What follows belongs to an exercise in optimizing a design on an open flow for small area, a short achievable clock period and few clock cycles per item; a production flow would make more cautious choices.
The RTL was checked by simulation tests, not by an equivalence proof against the original design.

==> design.v <==
module phase_amp (
    input  wire        clk,
    input  wire        rst,
    input  wire        in_valid,
    output wire        in_ready,
    input  wire [23:0] in_re,
    input  wire [23:0] in_im,
    output reg         out_valid,
    output reg  [15:0] out_phi,
    output reg  [15:0] out_l
);
    localparam integer NI = 20;      
    localparam integer G  = 2;       
    localparam integer W  = 30;      
    localparam [15:0]  LOG2K = 16'd47162;    
    localparam [1:0] S_IDLE = 2'd0,
                     S_NORM = 2'd1,
                     S_ROT  = 2'd2,
                     S_LOG  = 2'd3;
    reg [1:0]         state;
    reg signed [24:0] xr, yr;        
    reg               zero;
    reg signed [W-1:0] x, y;
    reg [21:0]        acc;           
    reg [4:0]         it;
    reg [4:0]         nsh;           
    assign in_ready = (state == S_IDLE);
    function [21:0] atan_tab(input [4:0] i);
        case (i)
            5'd0:  atan_tab = 22'd524288;
            5'd1:  atan_tab = 22'd309505;
            5'd2:  atan_tab = 22'd163534;
            5'd3:  atan_tab = 22'd83012;
            5'd4:  atan_tab = 22'd41667;
            5'd5:  atan_tab = 22'd20854;
            5'd6:  atan_tab = 22'd10430;
            5'd7:  atan_tab = 22'd5215;
            5'd8:  atan_tab = 22'd2608;
            5'd9:  atan_tab = 22'd1304;
            5'd10: atan_tab = 22'd652;
            5'd11: atan_tab = 22'd326;
            5'd12: atan_tab = 22'd163;
            5'd13: atan_tab = 22'd81;
            5'd14: atan_tab = 22'd41;
            5'd15: atan_tab = 22'd20;
            5'd16: atan_tab = 22'd10;
            5'd17: atan_tab = 22'd5;
            5'd18: atan_tab = 22'd3;
            5'd19: atan_tab = 22'd1;
            default: atan_tab = 22'd0;
        endcase
    endfunction
    function [16:0] log_tab(input [5:0] j);
        case (j)
            6'd0:  log_tab = 17'd0;
            6'd1:  log_tab = 17'd2909;
            6'd2:  log_tab = 17'd5732;
            6'd3:  log_tab = 17'd8473;
            6'd4:  log_tab = 17'd11136;
            6'd5:  log_tab = 17'd13727;
            6'd6:  log_tab = 17'd16248;
            6'd7:  log_tab = 17'd18704;
            6'd8:  log_tab = 17'd21098;
            6'd9:  log_tab = 17'd23433;
            6'd10: log_tab = 17'd25711;
            6'd11: log_tab = 17'd27936;
            6'd12: log_tab = 17'd30109;
            6'd13: log_tab = 17'd32234;
            6'd14: log_tab = 17'd34312;
            6'd15: log_tab = 17'd36346;
            6'd16: log_tab = 17'd38336;
            6'd17: log_tab = 17'd40286;
            6'd18: log_tab = 17'd42196;
            6'd19: log_tab = 17'd44068;
            6'd20: log_tab = 17'd45904;
            6'd21: log_tab = 17'd47705;
            6'd22: log_tab = 17'd49472;
            6'd23: log_tab = 17'd51207;
            6'd24: log_tab = 17'd52911;
            6'd25: log_tab = 17'd54584;
            6'd26: log_tab = 17'd56229;
            6'd27: log_tab = 17'd57845;
            6'd28: log_tab = 17'd59434;
            6'd29: log_tab = 17'd60997;
            6'd30: log_tab = 17'd62534;
            6'd31: log_tab = 17'd64047;
            default: log_tab = 17'd65536;
        endcase
    endfunction
    wire signed [24:0] re_s = {in_re[23], in_re};
    wire signed [24:0] im_s = {in_im[23], in_im};
    wire               neg  = in_re[23];
    wire [24:0] ay  = yr[24] ? -yr : yr;
    wire [24:0] mx  = (xr > $signed(ay)) ? xr : ay;
    reg  [4:0]  lz;
    integer b;
    always @(*) begin
        lz = 5'd0;
        for (b = 0; b <= 23; b = b + 1)
            if (mx[b]) lz = 5'd23 - b[4:0];
    end
    wire signed [W-1:0] xs = x >>> it;
    wire signed [W-1:0] ys = y >>> it;
    reg  [1:0]  pos;         
    reg  [15:0] frac;        
    always @(*) begin
        if (x[27])      begin pos = 2'd2; frac = x[26:11]; end
        else if (x[26]) begin pos = 2'd1; frac = x[25:10]; end
        else            begin pos = 2'd0; frac = x[24:9];  end
    end
    wire [16:0] t0   = log_tab({1'b0, frac[15:11]});
    wire [16:0] t1   = log_tab({1'b0, frac[15:11]} + 6'd1);
    wire [27:0] dlt  = (t1 - t0) * frac[10:0];
    wire [16:0] lfr  = t0 + dlt[27:11];
    wire [6:0]  ehi = 7'd25 + {5'd0, pos};
    wire [6:0]  elo = 7'd2 + {2'd0, nsh};
    wire signed [23:0] lq = $signed({1'b0, ehi, 16'd0})
                          + $signed({7'd0, lfr})
                          - $signed({1'b0, elo, 16'd0})
                          - $signed({8'd0, LOG2K});
    wire signed [23:0] lr = (lq + 24'sd128) >>> 8;
    always @(posedge clk) begin
        if (rst) begin
            state     <= S_IDLE;
            out_valid <= 1'b0;
            out_phi   <= 16'd0;
            out_l     <= 16'd0;
        end else begin
            out_valid <= 1'b0;
            case (state)
                S_IDLE: begin
                    if (in_valid) begin
                        xr    <= neg ? -re_s : re_s;
                        yr    <= neg ? -im_s : im_s;
                        acc   <= neg ? 22'h200000 : 22'd0;
                        zero  <= (in_re == 24'd0) && (in_im == 24'd0);
                        state <= S_NORM;
                    end
                end
                S_NORM: begin
                    nsh   <= lz;
                    x     <= $signed({{(W-25-G){xr[24]}}, xr, {G{1'b0}}}) <<< lz;
                    y     <= $signed({{(W-25-G){yr[24]}}, yr, {G{1'b0}}}) <<< lz;
                    it    <= 5'd0;
                    state <= S_ROT;
                end
                S_ROT: begin
                    if (y[W-1]) begin
                        x   <= x - ys;
                        y   <= y + xs;
                        acc <= acc - atan_tab(it);
                    end else begin
                        x   <= x + ys;
                        y   <= y - xs;
                        acc <= acc + atan_tab(it);
                    end
                    it <= it + 5'd1;
                    if (it == NI - 1)
                        state <= S_LOG;
                end
                S_LOG: begin
                    out_valid <= 1'b1;
                    out_phi   <= acc[21:6] + {15'd0, acc[5]};
                    out_l     <= (zero || lr[23]) ? 16'd0 : lr[15:0];
                    state     <= S_IDLE;
                end
            endcase
        end
    end
endmodule
==> run.sh <==
#!/bin/bash
# synth_recipe.tcl (not shown) runs the flow's synth.tcl, then flattens the netlist and writes it again
# the make line also repeats each setting of config.mk as NAME=value (left out here)
make -C /OpenROAD-flow-scripts/flow DESIGN_CONFIG=/design/flow/config.mk WORK_HOME=/design/flow/orfs CLKGATE_MAP_FILE= SYNTH_SCRIPT=/design/flow/synth_recipe.tcl finish
==> config.mk <==
export PLATFORM = sky130hd
export DESIGN_NAME = phase_amp
export DESIGN_NICKNAME = phase_amp
export VERILOG_FILES = /design/flow/design.v
export SDC_FILE = /design/flow/constraint.sdc
export NUM_CORES = 4
export LEC_CHECK = 0
export CAP_MARGIN = 20
export CORE_MARGIN = 2
export CORE_UTILIZATION = 40
export SLEW_MARGIN = 20
==> constraint.sdc <==
create_clock -name core_clock -period 14.0 [get_ports {clk}]
set_input_delay 2.8000 -clock core_clock [delete_from_list [all_inputs] [get_ports {clk}]]
set_output_delay 2.8000 -clock core_clock [all_outputs]
set_load 0.01 [all_outputs]
==> run_results.csv <==
group,metric,value,unit
layout,final_util,0.442,
layout,finalNonFillerCells,5006,
yosys,synth_area_per_cell,8.33,um^2
yosys,async_reset_ff_frac,0,
yosys,syn_nets,4394,
yosys,syn_area,0.0325,mm^2
clock_tree,root_buffer,"clkbuf_16",
grt,grt_pass1_vias,27900,
yosys,ys.flop_type,"edfxtp_1",
die,ios,85,
sta,finalCritPeriodShare,0.946,
worst_setup_path,critPathCaptureType,"register",
worst_setup_path,crit_slowest_cell,"fa_1",
clock_tree,htree_levels,4,
clock_tree,numCtsBuffers,17,
flow_run,cap_violations,0,
clock_tree,cts_buffer_depth,2,
sta,layout_setup_ws,0.753,ns
yosys,postSynthCellCount,3905,
sta,finClkSkew,0.0192,ns
route,dr.pass1.iters,8,
sta,hold_viol_final,0,
clock_tree,holdBufCountCts,0,
die,die_x,289,um
worst_setup_path,cpPeakStageDelay,0.59,ns
placement,pre_cts_ws,-0.0652,ns
layout,fillers,7985,
worst_setup_path,startpoint,"x[26]$_DFFE_PP_",
grt,antenna_found_initial,0,
placement,placed_cells,4958,
route,drtIter0Drc,2944,
yosys,yosysWarningCount,1,
die,num_rows,104,
clock_tree,numClockSinks,198,
worst_setup_path,critPathMostFrequentCell,"inv_1",
worst_setup_path,critPathRequiredTime,14.41,ns
sta,relSlewSlack,0.201,
hold_path,min_path_type,"register to register",
layout,areaGrowthSynthToFinish,9.58,%
route,totalWireLength,100,mm
worst_setup_path,crit_type,"register to register",
yosys,yosys_register_bits,198,
sta,drv_slew,0,
route,wire_per_inst,20.1,um
die,chipHeight,289,um
clock_tree,clock_latency,0.51,ns
sta,setup_viol,0,
die,die-area,0.0836,mm^2
layout,drive_gt1_frac,0.0986,
grt,grt_use_total,0.241,
worst_setup_path,crit_arrival,13.65,ns
worst_setup_path,crit_fanout,9,
yosys,synthDistinctLibCells,106,
grt,grt_max_degree,69,
sta,worst_slew_pin_slew,1.19,ns
placement,hpwlAfterDp,78.5,mm
yosys,ys_seq_area_frac,0.166,
run_status,status,"finished clean",
grt,grt_overflow_total,0,
clock_tree,clk_pin_slew,0.09,ns
placement,port_buffers,84,
sta,fin_crit,13.25,ns
layout,layout.nets,4421,
sta,holdWs,0.472,ns
route,drtAntennaViolNets,0,
route,via_per_inst,5.82,
worst_setup_path,regToRegStartpoint,"x[26]$_DFFE_PP_",
route,drc,0,
route,vias,29200,
yosys,synth-edff-count,143,
worst_setup_path,crit_path_start_kind,"register",
sta,maxClockFrequency,75.5,MHz
clock_tree,cts_tree,"done",
grt,grt_first_pass_wirelength,158,mm
die,design.core.area,0.0805,mm^2
hold_path,min-delay-start,"out_phi[11]$_SDFFE_PP0P_",
placement,routabilityCongestion,0.951,
die,start_util,0.404,
[synthesized netlist by cell type, types with 23 or more instances]
cell / n / area (um^2)
o31ai_1: 23 / 173
nand3_1: 118 / 591
and2_1: 45 / 282
a22oi_1: 27 / 203
inv_1: 337 / 1260
edfxtp_1: 143 / 4290
a211oi_1: 36 / 270
o211ai_1: 27 / 203
a31oi_1: 35 / 219
nand4_1: 23 / 144
mux4_2: 66 / 1490
mux2i_1: 183 / 1830
mux2_2: 46 / 518
buf_1: 25 / 93.8
nor3_1: 82 / 410
o22ai_1: 25 / 156
o21ai_0: 175 / 876
nor2b_1: 38 / 238
nor2_1: 338 / 1270
nand2b_1: 48 / 300
o21ai_1: 25 / 125
clkbuf_1: 138 / 518
and3_1: 30 / 188
buf_2: 25 / 125
a21o_1: 63 / 473
nand2_1: 400 / 1500
dfxtp_1: 55 / 1100
o21a_1: 32 / 240
ha_1: 258 / 3230
xor2_1: 98 / 858
xnor2_1: 181 / 1590
a21oi_1: 228 / 1140
fa_1: 180 / 3600
[cell usage in the layout, fill, tap and decap left out, types with 55 or more instances in the layout]
cell / synthesis / final
a21o_1: 63 / 63
a21oi_1: 228 / 217
buf_4: 12 / 127
clkdlybuf4s50_1: 0 / 83
dfxtp_1: 55 / 55
edfxtp_1: 143 / 143
fa_1: 180 / 179
ha_1: 258 / 250
inv_1: 337 / 335
mux2i_1: 183 / 181
mux4_2: 66 / 66
nand2_1: 400 / 399
nand3_1: 118 / 118
nor2_1: 338 / 333
nor3_1: 82 / 81
o21ai_0: 175 / 161
xnor2_1: 181 / 177
xor2_1: 98 / 98
[cell type report]
cell class	count	area, um^2	area share
multi-input combinational	3154	25200	0.706
sequential	198	5400	0.151
timing repair buffer	217	1860	0.0522
tap	1060	1330	0.0372
inverter	344	1290	0.0362
clock buffer	17	425	0.0119
clock inverter	15	161	0.00453
antenna	1	2.50	0.0000702
[through the flow]
stage               cell area, um^2  setup TNS, ns
floorplan                     32600              0
global placement              34700              0
detailed placement            34700        -0.0803
CTS                           35300              0
global route                  35600         -0.237
finish                        35600              0
[path summary, 6_finish.rpt]
path	to	slack [ns]	depth (start not counted)
min	out_phi[11]$_SDFFE_PP0P_	0.47	2
min reg2reg	out_phi[11]$_SDFFE_PP0P_	0.47	2
max	out_l[14]$_SDFFE_PP0P_	0.75	65
max reg2reg	out_l[14]$_SDFFE_PP0P_	0.75	65
[routing by layer]
| layer | vias up | GRT usage | part of all wire |
|---|---|---|---|
| met5 | - | 0 | 0 |
| met4 | 0 | 0.0997 | 0.045 |
| met3 | 189 | 0.0298 | 0.057 |
| met2 | 1000 | 0.396 | 0.46 |
| met1 | 14000 | 0.319 | 0.44 |
| li1 | 13900 | - | - |
[critical path: cells and delay by family, from the launching register on]
| family | cells | cell delay [ns] |
|---|---|---|
| compound gates | 27 | 4.29 |
| simple gates | 9 | 0.90 |
| flops | 1 | 0.52 |
| buf+inv | 10 | 0.96 |
| fa+ha+maj | 13 | 5.11 |
| xor+xnor | 3 | 0.55 |
| mux | 3 | 0.88 |
[logic make-up (layout without fill, tap and decap cells)]
logic type / count (synthesis) / count (layout) / synth area share
DFF: 198 / 198 / 0.166
xor gates and xnor gates: 280 / 280 / 0.0758
and+or+nand+nor: 1236 / 1236 / 0.178
muxes: 299 / 299 / 0.120
AOI/OAI and AO/OA: 899 / 899 / 0.181
other: 2 / 3 / 0.000231
buffers and inverters: 553 / 593 / 0.0683
adders and majority gates: 438 / 438 / 0.210
[repair_timing]
action	4_1_cts	5_1_grt
buffers inserted	0	15
gates resized for setup	4	46
setup endpoints to repair	2	15
pin swaps	0	20
Testbench counts, summed over its fixed seeds: cycles 55,208, items 2,400.

separate check: timing with driven ports:
In the flow no input, the clock included, has a driving cell. The finished layout below was timed again as built, in two steps.
Step 1 (the two cells are an assumption about what drives the block):
set clk [get_ports {clk}]
set_driving_cell -lib_cell sky130_fd_sc_hd__clkbuf_16 $clk
set_driving_cell -lib_cell sky130_fd_sc_hd__buf_2 [delete_from_list [all_inputs] $clk]
Step 2 moves the port delays by t, midway between the first and last clock arrival at a register: inputs arrive t later, outputs are due t later. That takes back most of the time a late clock gives input paths.
a / b / c = ideal ports / drivers / drivers and shift; a / b = the first two.
t (ns): 0.559
setup WS [ns]: 0.753 / 0.753 / 0.753
slew at the worst register clock pin (ns): 0.09 / 0.09
pins driven straight from the clock port: 1
After both steps this run still meets setup and hold. For this run, drivers alone change the setup slack by 0.000 ns; drivers and shift together by 0.000 ns.
